Source: an optimization exercise on an open RTL-to-GDS flow (aim: small area and few clock cycles per item). Production flows keep margins and buffers that such runs may drop. The RTL was checked by simulation tests, not by an equivalence proof against the original design.

Design ctl_pid, start of the top module:
module ctl_pid (
    input  wire        clk,
    input  wire        rst,
    input  wire        in_valid,
    output wire        in_ready,
    input  wire        restart,
    input  wire [31:0] y,
    input  wire [31:0] ri,
    input  wire [31:0] u0,
    input  wire        slew_en,
    input  wire [30:0] slew,
    input  wire [23:0] kp,
    input  wire [23:0] ki,
    input  wire [23:0] kd,
    input  wire [23:0] kn,
    input  wire [31:0] lo,
    input  wire [31:0] hi,
    input  wire [31:0] rp_in,
    input  wire [31:0] yp_in,
    input  wire [47:0] d_in,
    input  wire [47:0] i_in,
    input  wire [31:0] u_prev_in,
    input  wire        reinit_in,
    output reg         out_valid,
    output reg  [31:0] u,
    output reg  [31:0] r_out,
    output reg  [47:0] d_out,
    output reg  [47:0] i_out
);
For scale: ~650 I/O pins, roughly 110000 µm² of cells after synthesis.
==> flow/config.mk <==
export PLATFORM = sky130hd
export DESIGN_NAME = ctl_pid
export DESIGN_NICKNAME = ctl_pid
export VERILOG_FILES = /design/flow/design.v
export SDC_FILE = /design/flow/constraint.sdc
export NUM_CORES = 4
export LEC_CHECK = 0
export CAP_MARGIN = 20
export CORE_MARGIN = 2
export CORE_UTILIZATION = 55
export CTS_BUF_LIST = sky130_fd_sc_hd__clkbuf_4
export SLEW_MARGIN = 20
==> flow/constraint.sdc <==
create_clock -name core_clock -period 20.0 [get_ports {clk}]
set_input_delay 4.0000 -clock core_clock [delete_from_list [all_inputs] [get_ports {clk}]]
set_output_delay 4.0000 -clock core_clock [all_outputs]
set_load 0.01 [all_outputs]
standard.sh (not shown) runs the stock make flow with config.mk's settings and CLKGATE_MAP_FILE= SYNTH_SCRIPT=/design/flow/synth_recipe.tcl, a recipe that flattens the netlist after the stock synthesis.
==> flow/flow/run.sh <==
#!/bin/bash
# Own layout flow: the standard synthesis and layout, with these changes:
#  - synthesis maps the logic left after the full and half adders with an
#    area-oriented ABC script (flow/abc_area.script, through ABC_AREA=1 and a
#    copy of ORFS's scripts folder); registers are mapped before ABC runs, so
#    they are the standard synthesis's;
#  - after synthesis, flow/polopt.py re-picks the polarity of full adders and
#    XOR gates so that fewer inverters are needed (same registers, same
#    function; see the script);
#  - port buffering uses the smallest buffer, sky130_fd_sc_hd__buf_1;
#  - clock tree synthesis inserts no dummy loads.
# Each step's full output goes to a log file of its own in this folder.
set -euo pipefail
R=orfs/results/${FLOW_PLATFORM}/ctl_pid/base

rm -rf scripts_abc
cp -r "$FLOW_HOME/scripts" scripts_abc
cp flow/abc_area.script scripts_abc/abc_area.script
SCRIPTS_DIR="$PWD/scripts_abc" ABC_AREA=1 bash standard.sh synth > std_synth.log 2>&1

cp "$R/1_2_yosys.v" 1_2_yosys.std.v
python3 flow/polopt.py 1_2_yosys.std.v 1_2_yosys.polopt.v > polopt.log 2>&1
cp 1_2_yosys.polopt.v "$R/1_2_yosys.v"
rm -f "$R/1_synth.odb" "$R/1_synth.sdc" 1_2_yosys.std.v 1_2_yosys.polopt.v

export BUFFER_PORTS_ARGS="-buffer_cell sky130_fd_sc_hd__buf_1"
export CTS_ARGS="-sink_clustering_enable -repair_clock_nets -dont_use_dummy_load -buf_list {sky130_fd_sc_hd__clkbuf_4}"
bash standard.sh finish > std_finish.log 2>&1
rm -rf scripts_abc
==> flow/flow/abc_area.script <==
&get -n
&st
&dch
&nf -R 1000 -p
&put
topo
stime -c
dnsize -c
Other scripts of this flow, unchanged in this note and not shown: flow/flow/polopt.py
The baseline completed with no timing, DRC or antenna violations.
Testbench counts at the start, summed over its fixed seeds: cycles 32,016, items 32,000.
Change:
--- a/flow/flow/run.sh
+++ b/flow/flow/run.sh
@@ -10,3 +10,5 @@
 #  - port buffering uses the smallest buffer, sky130_fd_sc_hd__buf_1;
-#  - clock tree synthesis inserts no dummy loads.
+#  - clock tree synthesis inserts no dummy loads;
+#  - after global routing, cells on paths with slack to spare are downsized
+#    (ORFS's power recovery, RECOVER_POWER).
 # Each step's full output goes to a log file of its own in this folder.
@@ -26,3 +28,4 @@
 export BUFFER_PORTS_ARGS="-buffer_cell sky130_fd_sc_hd__buf_1"
-export CTS_ARGS="-sink_clustering_enable -repair_clock_nets -dont_use_dummy_load -buf_list {sky130_fd_sc_hd__clkbuf_4}"
+export CTS_ARGS="-sink_clustering_enable -repair_clock_nets -dont_use_dummy_load -buf_list {sky130_fd_sc_hd__clkbuf_4 sky130_fd_sc_hd__clkbuf_8}"
+export RECOVER_POWER=100
 bash standard.sh finish > std_finish.log 2>&1
- CTS_BUF_LIST: sky130_fd_sc_hd__clkbuf_4 -> sky130_fd_sc_hd__clkbuf_4 sky130_fd_sc_hd__clkbuf_8
This time the run produced a layout that fails on capacitance limit, slew limit.
Sequential share of layout area barely changes.
Final cell count drops slightly.
Worst setup slack got worse by 0.15 ns.
Die area is unchanged.
Routed wire length hardly moves.
Flip-flop and latch count does not change.
Design area barely changes.
Clock skew falls by 0.062 ns.
Change:
--- a/flow/flow/run.sh
+++ b/flow/flow/run.sh
@@ -10,5 +10,3 @@
 #  - port buffering uses the smallest buffer, sky130_fd_sc_hd__buf_1;
-#  - clock tree synthesis inserts no dummy loads;
-#  - after global routing, cells on paths with slack to spare are downsized
-#    (ORFS's power recovery, RECOVER_POWER).
+#  - clock tree synthesis inserts no dummy loads.
 # Each step's full output goes to a log file of its own in this folder.
@@ -29,3 +27,2 @@
 export CTS_ARGS="-sink_clustering_enable -repair_clock_nets -dont_use_dummy_load -buf_list {sky130_fd_sc_hd__clkbuf_4 sky130_fd_sc_hd__clkbuf_8}"
-export RECOVER_POWER=100
 bash standard.sh finish > std_finish.log 2>&1
==> flow/flow/abc_area.script (replaced) <==
&get -n
&st
&dch
&nf -R 20 -p
&put
topo
stime -c
dnsize -c
Outcome: The new run produced a clean layout. Design area climbs by 0.68%. Die area climbs by 0.99%. Cell count is about the same. Utilization drops by 0.27 points.

## afterwards: timing with drivers on the ports
Ports are ideal in the flow. The routed layouts listed here were re-timed in OpenROAD. Step 1 sets driving cells, clkbuf_16 on the clock port and buf_2 on the other inputs (assumed; they add their load-dependent delay and slew). Step 2 times the ports against the registers' clock, not the clock port: input delays grow and output delays shrink by t, the midpoint of the rising clock arrivals with the driver on. Slacks: no drivers / after step 1 / after step 2; pairs: no drivers / after step 1.
run | shift t [ns] | setup WS [ns] | worst hold slack (ns) | slew at the worst register clock pin (ns) | pins driven straight from the clock port
the first run | 1.348 | 1.090 / 0.991 / 1.649 | 0.240 / 0.240 / 0.240 | 0.07 / 0.07 | 1
the second run | 0.993 | 0.938 / 0.890 / 0.025 | 0.232 / 0.232 / 0.232 | 0.07 / 0.07 | 1
the third run | 1.002 | 1.917 / 1.814 / 2.204 | 0.262 / 0.262 / 0.262 | 0.07 / 0.07 | 1
The setup slack of the second run, which loses most, moves by -0.048 ns with the drivers and by -0.913 ns with both steps.
